Background: an optimization exercise with open tools, aiming at small area. Do not read the settings as production practice. At most, simulation tests tie the RTL to the original design; equivalence was not proved.

## v6
// bp_exec
module bp_exec (
    input  wire         clk,
    input  wire         rst,           
    input  wire         in_valid,
    input  wire [127:0] in_insn,
    input  wire [15:0]  in_opa,        
    input  wire [15:0]  in_opb,        
    input  wire [15:0]  in_opc,        
    input  wire [15:0]  in_opd,        
    output reg          out_valid,
    output reg          out_we,        
    output reg  [15:0]  out_data,
    output reg          out_ext,       
    output reg          out_lat3,      
    output reg          out_heavy,     
    output reg          out_illegal,   
    output reg          out_format,    
    output reg          out_tap,       
    output reg          out_chk,       
    output reg  [3:0]   out_rd,        
    output reg  [3:0]   out_rdbit      
);
export LEC_CHECK = 0
export CAP_MARGIN = 20
export CORE_MARGIN = 2
export CORE_UTILIZATION = 40
export CTS_BUF_LIST = sky130_fd_sc_hd__clkbuf_4
export GPL_TIMING_DRIVEN = 0
export SETUP_SLACK_MARGIN = 0.3
export SLEW_MARGIN = 20
create_clock -name core_clock -period 18.0 [get_ports {clk}]
standard.sh (not shown) runs the stock make flow with config.mk's settings and CLKGATE_MAP_FILE= SYNTH_SCRIPT=/design/flow/synth_recipe.tcl, a recipe that flattens the netlist after the stock synthesis.
==> flow/flow/run.sh <==
#!/bin/bash
# Own layout flow: the standard ORFS flow (standard.sh) with
#  - synthesis by flow/synth.tcl (standard synthesis, area-oriented mapping),
#  - port buffers of the smallest buffer cell (every port still buffered).
# The whole make output goes to flow_make.log; ORFS's per-step logs stay in
# orfs/logs.
set -euo pipefail
W=$(pwd)
bash standard.sh "SYNTH_SCRIPT=$W/flow/synth.tcl" \
    "BUFFER_PORTS_ARGS=-buffer_cell sky130_fd_sc_hd__buf_1" \
    finish > "$W/flow_make.log" 2>&1
==> flow/flow/area.abc <==
strash
&get -n
&deepsyn -T 60 -t
&put
dch -f
amap -F 2 -A 8
strash
&get -n
&deepsyn -T 60 -t -S 7
&put
dch -f
amap -F 2 -A 8
topo
==> flow/flow/synth.tcl <==
set my_dir [file dirname [file normalize [info script]]]
proc synth {args} { yosys synth -nofsm -noshare -noabc {*}$args }
proc extract_fa {args} { yosys extract_fa -fa {*}$args }
proc abc {args} {
  global my_dir
  set i [lsearch -exact $args -script]
  if {$i >= 0} { set args [lreplace $args [expr {$i+1}] [expr {$i+1}] $my_dir/area.abc] }
  yosys abc {*}$args
}
source $::env(SCRIPTS_DIR)/synth.tcl
# left out here: clear keep_hierarchy, flatten, clean up, hide names made inside functions, write 1_2_yosys.v
Edits applied to the flow inputs when going from v6 to v7:
--- a/flow/design.v
+++ b/flow/design.v
@@ -342,24 +342,24 @@
     wire        red_e1 = (sub[4:3] != 2'd0);
     wire        red_e2 = sub[4];
     wire        red_e3 = (sub[4:3] == 2'd3);
     wire [15:0] red_b  = wb & {16{red_e1}};
     wire [15:0] red_c  = wc & {16{red_e2}};
     wire [15:0] red_d  = wd & {16{red_e3}};
     wire [15:0] red_o  = wa | red_b | red_c | red_d;
     wire [15:0] red_a  = wa & (wb | {16{~red_e1}}) & (wc | {16{~red_e2}}) &
                          (wd | {16{~red_e3}});
     wire [15:0] red_x  = wa ^ red_b ^ red_c ^ red_d;
-    wire [15:0] red_z   = sub[0] ? red_o : ~red_a;
-    wire        red_oz  = |(red_z & imm);
+    wire        red_or  = |(red_o & imm);
+    wire        red_and = &(red_a | ~imm);
     wire        red_xor = ^(red_x & imm);
-    wire        red_r   = (sub[1] ? red_xor : (red_oz ^ ~sub[0])) ^ sub[2];
+    wire        red_r   = (sub[1] ? red_xor : sub[0] ? red_or : red_and) ^ sub[2];
     wire        ad_inv = g_cmp | opc[1];
     wire        ad_cin = ad_inv ^ (~g_cmp & opc[0] & bc);
     wire [15:0] ad_y   = wb ^ {16{ad_inv}};
     wire [16:0] ad_c;
     wire [15:0] ad_s;
     assign ad_c[0] = ad_cin;
     genvar gi;
     generate
         for (gi = 0; gi < 16; gi = gi + 1) begin : g_add
             assign ad_s[gi]   = wa[gi] ^ ad_y[gi] ^ ad_c[gi];
@@ -439,41 +439,41 @@
     wire [15:0] f_ge;    
     generate
         for (gi = 0; gi < 16; gi = gi + 1) begin : g_fm
             assign f_le[gi] = (gi <= f_hi);
             if (gi == 15)
                 assign f_ge[gi] = opc[0] | ~(opc[1] & th_lo[15]);
             else
                 assign f_ge[gi] = opc[0] | ~(opc[1] ? th_lo[gi] : th_lo[gi+1]);
         end
     endgenerate
-    wire [15:0] f_sel   = (f_le & f_ge) | {16{~opc[5]}};    
+    wire [15:0] f_sel   = f_le & f_ge;
     wire [15:0] field_r = (f_sel & sh_o) | (~f_sel & wa & {16{~opc[0]}});
     wire [15:0] cat8_r = {sub[1] ? wb[15:8] : wb[7:0], sub[0] ? wa[15:8] : wa[7:0]};
     wire [31:0] mul_p;
     wire        mul_c16;
     bp_mul u_mul (.a(wa), .b(wb), .sa(sub[0]), .sb(sub[1]), .p(mul_p),
                   .carry16(mul_c16));
     wire        mulh_inc = g_hi & opc[3] & opc[0] & mul_c16;
     reg [15:0] word_r;
     always @* begin
         if (g_hi) begin
             if (opc[3])
                 word_r = opc[0] ? mul_p[31:16] : mul_p[15:0];
             else
                 word_r = (opc[1:0] == 2'd3) ? cat8_r : field_r;
         end else if (g_lo) begin
             word_r = imm;                                    
         end else case (opc[3:2])
             2'd0:    word_r = ad_s & th_lo;                  
             2'd1:    word_r = lut2_r;                        
-            2'd2:    word_r = field_r;                       
+            2'd2:    word_r = sh_o;                          
             default: word_r = lut2_r;                        
         endcase
     end
     reg bit_r;
     reg is_bit;
     always @* begin
         if (g_lo) begin
             is_bit = !(opc[2] & opc[0]);
             bit_r  = opc[2] ? red_r : lut_r;
         end else if (g_arith) begin
--- outcome ---
The flow did not stop early for v7: all stages ran, and the layout cleared the timing, DRC and antenna checks.
The flow did not stop early for v6: all stages ran, and the layout cleared the timing, DRC and antenna checks.
Looking only at cell area after layout, and setting everything else aside, the higher value of v6 and v7 goes to v7.
| worst setup slack | higher: v7 |
v7 vs v6, final clock period utilization by the worst path went down by 0.31 points.
Summary of v7 over v6: initial antenna violation count -1; insertion delay of the later-clocked pin in the worst-skew pair stayed essentially flat; chip height now larger; number of cells in the design after placement moved up; average detailed-routed wire length per instance climbed 3.2%.
Total wirelength of the detailed-routed design (lower): v6

* * *

## the baseline
bp_exec, a different RTL version from the one above (not shown whole).
Size in the first run: ~66 flip-flops, about 230 I/O pins, about 20000 µm² of cells after synthesis.
Settings: LEC_CHECK=0, CAP_MARGIN=20, CORE_MARGIN=2, CORE_UTILIZATION=40, SLEW_MARGIN=20; clock period 18.0 ns.
run.sh (not shown) runs the stock make flow with config.mk's settings and CLKGATE_MAP_FILE= SYNTH_SCRIPT=/design/flow/synth_recipe.tcl, a recipe that flattens the netlist after the stock synthesis.
Stock flow here: none of the scripts above is used.
The baseline has completed all stages; timing, DRC and antenna checks passed.
Inputs modified between the baseline and the candidate:
--- a/flow/design.v
+++ b/flow/design.v
@@ -334,28 +334,23 @@
     wire g_hi   = opc[5];                        
     wire g_arith = g_mid && (opc[3:2] == 2'b00);  
     wire g_logic = g_mid && (opc[3:2] == 2'b01);  
     wire g_shift = g_mid && (opc[3:2] == 2'b10);  
     wire g_cmp   = g_mid && (opc[3:2] == 2'b11);  
     wire       lut_r    = imm[{bd & ~opc[1], bc, bb, ba}];
     wire       lut4e_en = bd ^ sub[0];
-    wire        red_e1 = (sub[4:3] != 2'd0);
-    wire        red_e2 = sub[4];
-    wire        red_e3 = (sub[4:3] == 2'd3);
-    wire [15:0] red_b  = wb & {16{red_e1}};
-    wire [15:0] red_c  = wc & {16{red_e2}};
-    wire [15:0] red_d  = wd & {16{red_e3}};
-    wire [15:0] red_o  = wa | red_b | red_c | red_d;
-    wire [15:0] red_a  = wa & (wb | {16{~red_e1}}) & (wc | {16{~red_e2}}) &
-                         (wd | {16{~red_e3}});
-    wire [15:0] red_x  = wa ^ red_b ^ red_c ^ red_d;
-    wire        red_or  = |(red_o & imm);
-    wire        red_and = &(red_a | ~imm);
-    wire        red_xor = ^(red_x & imm);
-    wire        red_r   = (sub[1] ? red_xor : sub[0] ? red_or : red_and) ^ sub[2];
+    wire [3:0]  red_en = {sub[4:3] == 2'd3, sub[4], sub[4:3] != 2'd0, 1'b1};
+    wire        red_and = (sub[1:0] == 2'd0);
+    wire [63:0] red_y = {{16{red_en[3]}} & imm & (wd ^ {16{red_and}}),
+                         {16{red_en[2]}} & imm & (wc ^ {16{red_and}}),
+                         {16{red_en[1]}} & imm & (wb ^ {16{red_and}}),
+                         {16{red_en[0]}} & imm & (wa ^ {16{red_and}})};
+    wire        red_or  = |red_y;
+    wire        red_xor = ^red_y;
+    wire        red_r   = (sub[1] ? red_xor : (red_or ^ red_and)) ^ sub[2];
     wire        ad_inv = g_cmp | opc[1];
     wire        ad_cin = ad_inv ^ (~g_cmp & opc[0] & bc);
     wire [15:0] ad_y   = wb ^ {16{ad_inv}};
     wire [16:0] ad_c;
     wire [15:0] ad_s;
     assign ad_c[0] = ad_cin;
     genvar gi;
@@ -420,20 +415,19 @@
             w_hi = sh_big ? sh_f : sh_lw;
             w_lo = sh_big ? 16'h0000 : sh_f;
         end else begin
             w_hi = sh_sar ? {16{sh_sign}} : sh_big ? 16'h0000 : sh_f;
             w_lo = sh_big ? (sh_sar ? {16{sh_sign}} : sh_f) : wa;
         end
     end
-    wire [3:0]  sh_k  = sh_n[3:0] ^ {4{sh_left}};
-    wire [30:0] sh_w  = sh_left ? {w_hi, w_lo[15:1]} : {w_hi[14:0], w_lo};
-    wire [22:0] sh_w8 = sh_k[3] ? sh_w[30:8]  : sh_w[22:0];
-    wire [18:0] sh_w4 = sh_k[2] ? sh_w8[22:4] : sh_w8[18:0];
-    wire [16:0] sh_w2 = sh_k[1] ? sh_w4[18:2] : sh_w4[16:0];
-    wire [15:0] sh_o  = sh_k[0] ? sh_w2[16:1] : sh_w2[15:0];
+    wire [3:0]  sh_m = sh_n[3:0];
+    wire [4:0]  sh_k = sh_left ? (5'd16 - {1'b0, sh_m}) : {1'b0, sh_m};
+    wire [31:0] sh_w = {w_hi, w_lo};
+    wire [31:0] sh_t = sh_w >> sh_k;
+    wire [15:0] sh_o = sh_t[15:0];
     wire [15:0] th_w;    
     wire [4:0]  f_end = {1'b0, imm[3:0]} + {1'b0, imm[7:4]};
     wire [15:0] th_e;    
     generate
         for (gi = 0; gi < 16; gi = gi + 1) begin : g_fm
             assign th_w[gi] = (gi <= imm[7:4]);
             assign th_e[gi] = (gi <= f_end);
Notes after the runs:
The candidate ended with every stage complete and zero timing, DRC or antenna violations.
Looking only at horizontal extent of the die, and setting everything else aside, the higher value of the baseline and the candidate goes to the candidate.
Non-clock inverter instance count of the final layout shrinks by a few percent when moving from the baseline to the candidate.
| global-route usage | lower: the baseline |
[compare] base=the baseline new=the candidate: final critical path time including I/O delays and setup has decreased; met3 wire length has increased.
Comparing the candidate with the baseline, the clock-pin slew on the worst setup and hold paths came out essentially unchanged.
Function not checked in the candidate: the RTL went through the layout flow alone.

what the ideal ports hide:
The flow's constraints put no driver on any port. The routed layouts listed below were extracted and timed again, unchanged, in two steps. Step 1 sets driving cells, clkbuf_16 on the clock port and buf_2 on the other inputs (assumed; they add their load-dependent delay and slew). Step 2 adds t to the input delays and takes it off the output delays; t is the mean of the earliest and latest rising clock arrival at the registers after step 1. Input paths then give back, and output paths get back, about the clock's delay inside the block. Slacks: ideal / step 1 / step 2; pairs: ideal / step 1.
run | t, ns | slack for setup (ns) | clock arrival spread, ns | worst register clock-pin slew, ns
v6 | 0.427 | 0.429 / 0.428 / 0.001 | 0.007 / 0.008 | 0.10 / 0.10
v7 | 0.429 | 0.485 / 0.481 / 0.052 | 0.014 / 0.015 | 0.12 / 0.12
the baseline | 0.417 | 1.584 / 1.604 / 1.187 | 0.021 / 0.021 | 0.08 / 0.08
the candidate | 0.361 | 1.830 / 1.839 / 1.478 | 0.009 / 0.010 | 0.07 / 0.07
After both steps every run listed still meets setup and hold. For v7, which loses most, drivers alone change the setup slack by -0.004 ns; drivers and shift together by -0.433 ns.
